This design comes from an exercise in tuning for small area, a short achievable clock period and few clock cycles per item on the open sky130 flow, not from production work. RTL that was checked went through simulation tests only; none was proved equivalent to the original.

// sr_bf16
module sr_bf16 (
    input  wire        clk,
    input  wire        rst,
    input  wire        cfg_load,
    input  wire [63:0] cfg_seed,
    input  wire [63:0] cfg_step,
    input  wire [63:0] cfg_idx_base,
    input  wire [63:0] cfg_idx_stride,
    input  wire        in_valid,
    output reg         in_ready,
    input  wire [31:0] in_data,
    output reg         out_valid,
    input  wire        out_ready,
    output reg  [15:0] out_data
);
clock: 60.0 ns
lec_check: 0
cap_margin: 20
core_margin: 2
core_utilization: 40
place_density: 0.6
slew_margin: 20
run.sh (not shown) runs the stock make flow with config.mk's settings and CLKGATE_MAP_FILE= SYNTH_SCRIPT=/design/flow/synth_recipe.tcl, a recipe that flattens the netlist after the stock synthesis.
The starting point ran to the end with no violations.
Rerun with:
CAP_MARGIN = 70   (was 20)
SLEW_MARGIN = 85   (was 20)
What happened:
- hold slack gains 5.3 ps
- wire length came out higher by 14%
- synthesized area stays the same
- core utilization came out higher by 18 points
- non-clock buffer count came out higher by 1710
- clock skew came out higher by 5.9 ps
- die area stays the same
- maximum frequency came out lower by about 60%
- final area came out higher by about 40%
- global-route usage came out higher by 2.6 points
Rerun with:
CAP_MARGIN = 20   (was 70)
CORE_UTILIZATION = 60   (was 40)
PLACE_DENSITY = 0.75   (was 0.6)
SLEW_MARGIN = 20   (was 85)
After rerunning: Setup slack is better by 23000 ps. Routed wire length falls by 16%. Cell area falls by 29%. Global-route usage rose by 11 points. Hold slack is about the same.
Rerun with:
CAP_MARGIN = 50   (was 20)
CORE_UTILIZATION = 40   (was 60)
PLACE_DENSITY = 0.6   (was 0.75)
SLEW_MARGIN = 70   (was 20)
What happened:
- global-route usage decreases by 13 points
- die area increases by 49%
- via count decreases by 1.4%
- final cell count increases by 10%
- worst setup slack improves by 1500 ps
No run of this note included a check of the RTL's function; only the layout flow was run.

---

## v3
The RTL this note starts from:
==> flow/design.v <==
module sr_bf16 (
    input  wire        clk,
    input  wire        rst,
    input  wire        cfg_load,
    input  wire [63:0] cfg_seed,
    input  wire [63:0] cfg_step,
    input  wire [63:0] cfg_idx_base,
    input  wire [63:0] cfg_idx_stride,
    input  wire        in_valid,
    output reg         in_ready,
    input  wire [31:0] in_data,
    output reg         out_valid,
    input  wire        out_ready,
    output reg  [15:0] out_data
);
    reg [63:0] seed, step, stride;
    reg [63:0] idx;           
    function [31:0] rotl;
        input [31:0] x;
        input integer n;
        begin
            rotl = (x << n) | (x >> (32 - n));
        end
    endfunction
    function [31:0] add2;
        input [31:0] x, y;
        reg [31:0] p, g, pp, gg, p2, g2;
        integer i, l;
        begin
            p = x ^ y; g = x & y; pp = p; gg = g;
            for (l = 0; l < 5; l = l + 1) begin
                g2 = gg; p2 = pp;
                for (i = 0; i < 32; i = i + 1)
                    if ((i >> l) % 2 == 1) begin
                        gg[i] = g2[i] | (p2[i] & g2[((i >> l) << l) - 1]);
                        pp[i] = p2[i] & p2[((i >> l) << l) - 1];
                    end
            end
            add2 = p ^ {gg[30:0], 1'b0};
        end
    endfunction
    function [63:0] add64;
        input [63:0] x, y;
        reg [63:0] p, g, pp, gg, p2, g2;
        integer i, l;
        begin
            p = x ^ y; g = x & y; pp = p; gg = g;
            for (l = 0; l < 6; l = l + 1) begin
                g2 = gg; p2 = pp;
                for (i = 0; i < 64; i = i + 1)
                    if ((i >> l) % 2 == 1) begin
                        gg[i] = g2[i] | (p2[i] & g2[((i >> l) << l) - 1]);
                        pp[i] = p2[i] & p2[((i >> l) << l) - 1];
                    end
            end
            add64 = p ^ {gg[62:0], 1'b0};
        end
    endfunction
    function [31:0] add3;
        input [31:0] x, y, z;
        reg [31:0] s, c;
        begin
            s = x ^ y ^ z;
            c = (x & y) | (x & z) | (y & z);
            add3 = add2(s, {c[30:0], 1'b0});
        end
    endfunction
    wire [31:0] k0 [0:3];
    wire [31:0] k1 [0:3];
    assign k0[0] = seed[31:0];
    assign k1[0] = seed[63:32];
    assign k0[1] = add2(seed[31:0], 32'h9e3779b9);
    assign k1[1] = add2(seed[63:32], 32'hbb67ae85);
    assign k0[2] = add2(seed[31:0], 32'h3c6ef372);
    assign k1[2] = add2(seed[63:32], 32'h76cf5d0a);
    assign k0[3] = add2(seed[31:0], 32'hdaa66d2b);
    assign k1[3] = add2(seed[63:32], 32'h32370b8f);
    function [127:0] sr_step;
        input [127:0] st;
        input [31:0]  ka, kc;
        input integer j;
        reg [31:0] a, b, c, d;
        begin
            a = st[127:96]; b = st[95:64]; c = st[63:32]; d = st[31:0];
            case (j % 4)
                0: begin a = add3(a, b, ka); d = rotl(d ^ a, 16); end
                1: begin c = add3(c, d, kc); b = rotl(b ^ c, 12); end
                2: begin a = add2(a, b);     d = rotl(d ^ a, 8);  end
                default: begin c = add2(c, d); b = rotl(b ^ c, 7); end
            endcase
            sr_step = {a, b, c, d};
        end
    endfunction
    function [127:0] sr_step_nk;
        input [127:0] st;
        input integer j;
        reg [31:0] a, b, c, d;
        begin
            a = st[127:96]; b = st[95:64]; c = st[63:32]; d = st[31:0];
            if (j % 4 == 0) begin a = add2(a, b); d = rotl(d ^ a, 16); end
            else            begin c = add2(c, d); b = rotl(b ^ c, 12); end
            sr_step_nk = {a, b, c, d};
        end
    endfunction
    function [15:0] sr_round;
        input [31:0] x;
        input [15:0] r;
        reg [16:0] lo;
        begin
            lo = {1'b0, x[15:0]} + {1'b0, r};
            if (x[30:23] == 8'hFF && x[22:0] != 23'd0)
                sr_round = {x[31], 15'h7FC0};                          
            else if (lo[16] && x[30:16] != 15'h7F7F)
                sr_round = x[31:16] + 16'd1;
            else
                sr_round = x[31:16];
        end
    endfunction
    integer j;
    reg  [2:0] rq_n;          
    reg  [3:0] gen_n;
    reg          x_v;          
    always @* begin
        gen_n = rq_n + pa_v + p1_v + p2_v + p3_v + p4_v;
    end
    wire issue = gen_n - x_v < 4'd6;
    reg [31:0] pa, pb;
    reg        pa_v;
    always @(posedge clk) begin
        pa   <= add3(idx[31:0], idx[63:32], k0[0]);
        pb   <= idx[63:32];
        pa_v <= !rst && !cfg_load && issue;
    end
    reg [127:0] h0;
    always @* begin
        h0 = {pa, pb, step[31:0], rotl(step[63:32] ^ pa, 16)};
        for (j = 1; j < 4; j = j + 1)
            h0 = sr_step(h0, k0[j / 4], k1[j / 4], j);
        h0[127:96] = add2(h0[127:96], k0[1]);
    end
    reg [127:0] p1_st;
    reg         p1_v;
    always @(posedge clk) begin
        p1_st <= h0;
        p1_v  <= !rst && !cfg_load && pa_v;
    end
    reg [127:0] h1;
    always @* begin
        h1 = p1_st;
        h1 = sr_step_nk(h1, 4);    
        for (j = 5; j < 7; j = j + 1)
            h1 = sr_step(h1, k0[j / 4], k1[j / 4], j);
    end
    reg [127:0] p2_st;
    reg         p2_v;
    always @(posedge clk) begin
        p2_st <= h1;
        p2_v  <= !rst && !cfg_load && p1_v;
    end
    reg [127:0] h2;
    always @* begin
        h2 = p2_st;
        for (j = 7; j < 10; j = j + 1)
            h2 = sr_step(h2, k0[j / 4], k1[j / 4], j);
    end
    reg [127:0] p3_st;
    reg         p3_v;
    always @(posedge clk) begin
        p3_st <= h2;
        p3_v  <= !rst && !cfg_load && p2_v;
    end
    reg [127:0] h3;
    always @* begin
        h3 = p3_st;
        for (j = 10; j < 13; j = j + 1)
            h3 = sr_step(h3, k0[j / 4], k1[j / 4], j);
        h3[63:32] = add2(h3[63:32], k1[3]);
    end
    reg [127:0] p4_st;
    reg         p4_v;
    always @(posedge clk) begin
        p4_st <= h3;
        p4_v  <= !rst && !cfg_load && p3_v;
    end
    reg [127:0] h4;
    always @* begin
        h4 = p4_st;
        h4 = sr_step_nk(h4, 13);    
        for (j = 14; j < 16; j = j + 1)
            h4 = sr_step(h4, k0[j / 4], k1[j / 4], j);
    end
    wire [31:0] rnd  = h4[127:96] ^ h4[95:64] ^ h4[63:32] ^ h4[31:0];
    wire        push = p4_v;
    reg [15:0] rq [0:5];
    reg [2:0]  rq_wr, rq_rd;
    wire [15:0] r_head = rq[rq_rd];
    always @(posedge clk) begin
        if (push)
            rq[rq_wr] <= rnd[15:0];
        if (rst || cfg_load) begin
            rq_n  <= 3'd0;
            rq_wr <= 3'd0;
            rq_rd <= 3'd0;
        end else begin
            rq_n  <= rq_n + push - x_v;
            if (push) rq_wr <= (rq_wr == 3'd5) ? 3'd0 : rq_wr + 1'b1;
            if (x_v)  rq_rd <= (rq_rd == 3'd5) ? 3'd0 : rq_rd + 1'b1;
        end
        if (cfg_load) begin
            seed   <= cfg_seed;
            step   <= cfg_step;
            stride <= cfg_idx_stride;
            idx    <= cfg_idx_base;
        end else if (issue) begin
            idx    <= add64(idx, stride);
        end
    end
    reg         rdy;           
    wire        accept = in_valid && rdy;
    reg  [31:0] x_q;
    always @(posedge clk) begin
        x_q <= in_data;
        x_v <= !rst && accept;
    end
    wire [15:0] res = sr_round(x_q, r_head);
    reg  [2:0]  t;
    reg  [15:0] q1, q2;
    wire        pop = t[0] && out_ready;
    wire [3:0] r_av = rq_n + push + p3_v - x_v;
    wire r_ok0 = r_av >= 4'd1;      
    wire r_ok1 = r_av >= 4'd2;      
    wire [2:0] o_n = t[0] + t[1] + t[2] + x_v;
    wire o_ok00 = o_n <= 3'd2;          
    wire o_ok01 = o_n <= 3'd1;          
    wire o_ok11 = o_n <= 3'd2;          
    wire rdy_0 = r_ok0 && o_ok00;
    wire rdy_1 = r_ok1 && o_ok01;
    wire rdy_p0 = r_ok0;                
    wire rdy_p1 = r_ok1 && o_ok11;
    wire [15:0] head_h = t[0] ? out_data : res;
    wire [15:0] head_p = t[1] ? q1 : res;
    wire [15:0] q1_h   = (t[0] && !t[1]) ? res : q1;
    wire [15:0] q1_p   = (t[1] && !t[2]) ? res : q2;
    wire [15:0] q2_h   = (t[1] && !t[2]) ? res : q2;
    always @(posedge clk) begin
        if (rst) begin
            t         <= 3'd0;
            out_valid <= 1'b0;
            in_ready  <= 1'b0;
            rdy       <= 1'b0;
        end else begin
            if (x_v && !pop)
                t <= {t[1:0], 1'b1};
            else if (pop && !x_v)
                t <= {1'b0, t[2:1]};
            out_valid <= x_v || t[1] || (out_valid && !out_ready);
            if (cfg_load) begin
                in_ready <= 1'b0;
                rdy      <= 1'b0;
            end else begin
                in_ready <= pop ? (accept ? rdy_p1 : rdy_p0) : (accept ? rdy_1 : rdy_0);
                rdy      <= accept ? (pop ? rdy_p1 : rdy_1) : (pop ? rdy_p0 : rdy_0);
            end
        end
        out_data <= pop ? head_p : head_h;
        q1       <= pop ? q1_p : q1_h;
        q2       <= pop ? res : q2_h;
    end
endmodule
clock: 60.0 ns
lec_check: 0
cap_margin: 20
core_margin: 2
core_utilization: 40
cts_cluster_diameter: 100
cts_cluster_size: 20
place_density: 0.6
slew_margin: 20
standard.sh (not shown) runs the stock make flow with config.mk's settings and CLKGATE_MAP_FILE= SYNTH_SCRIPT=/design/flow/synth_recipe.tcl, a recipe that flattens the netlist after the stock synthesis.
==> flow/flow/run.sh <==
#!/bin/bash
# The standard layout (standard.sh: ORFS from the standard synthesis to
# finish, unchanged), except that
# - buffer_ports gives the ports sky130_fd_sc_hd__buf_2 buffers instead of
#   the cell it picks by default;
# - the global placement and resizing steps cap the fanout of nets at 16
#   (flow/fanout.tcl), so high-fanout nets are buffered as trees.
# make's output goes to flow.log; each ORFS step logs under orfs/logs/.
set -euo pipefail
export BUFFER_PORTS_ARGS="-buffer_cell sky130_fd_sc_hd__buf_2"
export PRE_GLOBAL_PLACE_TCL="$PWD/flow/fanout.tcl"
export PRE_RESIZE_TCL="$PWD/flow/fanout.tcl"
bash standard.sh finish > flow.log 2>&1
==> flow/flow/fanout.tcl <==
# Placement-step hook: cap the fanout of every net, so that repair_design
# splits the key-record load strobe and the other wide nets into trees of
# buffers instead of long chains.
set_max_fanout 16 [current_design]
Testbench counts of v3, summed over its fixed seeds: cycles 24,056, items 24,000.
Changes in v20 relative to v3:
Settings: CTS_CLUSTER_SIZE changed from 20 to 30.
==> summary.txt <==
Changes observed in v20 relative to v3: routed length per placed instance held steady; proportion of final cell area spent on non-clock buffers held steady; actual transition at the worst max-transition pin grew by 47 ps.
Changes in v29 relative to v20:
Settings: CTS_CLUSTER_DIAMETER removed (was 100); CTS_CLUSTER_SIZE removed (was 30).
==> flow/flow/run.sh <==
#!/bin/bash
# The standard layout (standard.sh: ORFS from the standard synthesis to
# finish, unchanged), except that
# - buffer_ports gives the ports sky130_fd_sc_hd__buf_2 buffers instead of
#   the cell it picks by default;
# - the global placement and resizing steps cap the fanout of nets at 32
#   (flow/fanout.tcl), so high-fanout nets are buffered as trees.
# make's output goes to flow.log; each ORFS step logs under orfs/logs/.
set -euo pipefail
export BUFFER_PORTS_ARGS="-buffer_cell sky130_fd_sc_hd__buf_2"
export PRE_GLOBAL_PLACE_TCL="$PWD/flow/fanout.tcl"
export PRE_RESIZE_TCL="$PWD/flow/fanout.tcl"
bash standard.sh finish > flow.log 2>&1
==> flow/flow/fanout.tcl <==
# Placement-step hook: cap the fanout of every net, so that repair_design
# splits the key-record load strobe and the other wide nets into trees of
# buffers instead of long chains.
set_max_fanout 32 [current_design]
--- outcome ---
- Side by side, met1 track utilization from global routing turned out lower in v29 than in v20.
- Looking at worst slack at placement, v29 sits 100 ps below v20.
- Looking only at routed length per placed instance, and setting everything else aside, the higher value of v20 and v29 goes to v20.
- Summary of the comparison: worst hold-check slack is lower in v29, relative to v20.
- v29 finished every stage and its layout cleared the timing, design-rule and antenna checks.
- From v20 to v29 the numbers moved as follows: cell count now sits higher; count of clock buffers in the final design grew by 140%; global-route usage went up 0.30 points; area fraction in compound gates after synthesis flat; total wirelength of the detailed-routed design now larger.
diff inputs: v29 => v5
-- flow/flow/run.sh --
<<< v29, line 4
# - buffer_ports gives the ports sky130_fd_sc_hd__buf_2 buffers instead of
#   the cell it picks by default;
# - the global placement and resizing steps cap the fanout of nets at 32
#   (flow/fanout.tcl), so high-fanout nets are buffered as trees.
# make's output goes to flow.log; each ORFS step logs under orfs/logs/.
>>> v5, line 4
# - buffer_ports gives the ports sky130_fd_sc_hd__buf_2 buffers instead of
#   the cell it picks by default;
# - the global placement and resizing steps cap the fanout of nets at 16
#   (flow/fanout.tcl), so high-fanout nets are buffered as trees.
# make's output goes to flow.log; each ORFS step logs under orfs/logs/.
==> flow/flow/fanout.tcl <==
# Placement-step hook: cap the fanout of every net, so that repair_design
# splits the key-record load strobe and the other wide nets into trees of
# buffers instead of long chains.
set_max_fanout 16 [current_design]
Results
- Going from v29 to v5, number of buffers added by the clock tree synthesis step shrinks by 3.
- Antenna cell count: v5 and v29 compared, higher one is v29
- v5 has worst relative slew slack above what v29 had.
- v29 and v5 ended up with roughly the same sequential share of layout area.
The following lists how v21 was set up differently from v5:
Settings: setting CTS_CLUSTER_SIZE to 24 for the first time; setting CTS_CLUSTER_DIAMETER to 80 for the first time.
--- outcome ---
- v21 completed; timing, DRC and antenna clean
- First-pass GRT wire length: v21 vs v5 down 0.52%
- The more densely filled core belongs to v5, not v21.
- Of v21 and v5, it is v21 that has the lower met3 wire length.
- The lower number of iterations in the first detailed-routing pass came out of v5.
- Where final critical-path required period is concerned, v5 is better than v21.

separate check: timing with driven ports:
How much do the figures lean on ideal ports? The routed layouts below were timed once more, with nothing changed but the port constraints.
Step 1 sets driving cells, clkbuf_16 on the clock port and buf_2 on the other inputs (assumed; they add their load-dependent delay and slew).
Step 2 also shifts input and output timing later by t, the mid clock arrival at the registers, as if the neighbouring blocks saw the same clock.
a / b / c = ideal / step 1 / step 2; a / b = the first two.
run | shift t [ns] | setup slack, ns | worst setup path after step 2 | pins driven straight from the clock port
the first run of note 1 | 0.828 | 43.258 / 43.258 / 43.258 | register to register | 1
the second run of note 1 | 0.853 | 19.701 / 19.701 / 19.701 | register to register | 1
the third run of note 1 | 0.814 | 42.417 / 42.417 / 42.417 | register to register | 1
the fourth run of note 1 | 0.837 | 43.930 / 43.930 / 43.930 | register to register | 1
v3 | 0.811 | 46.474 / 46.531 / 45.720 | input to register | 1
v20 | 0.772 | 46.428 / 46.492 / 45.720 | input to register | 1
v29 | 0.832 | 46.375 / 46.429 / 45.597 | input to register | 1
v5 | 0.818 | 46.479 / 46.538 / 45.720 | input to register | 1
v21 | 0.770 | 46.430 / 46.488 / 45.719 | input to register | 1
After both steps setup and hold are still met in every run listed. The setup slack of v29, which loses most, moves by +0.054 ns with the drivers and by -0.778 ns with both steps.
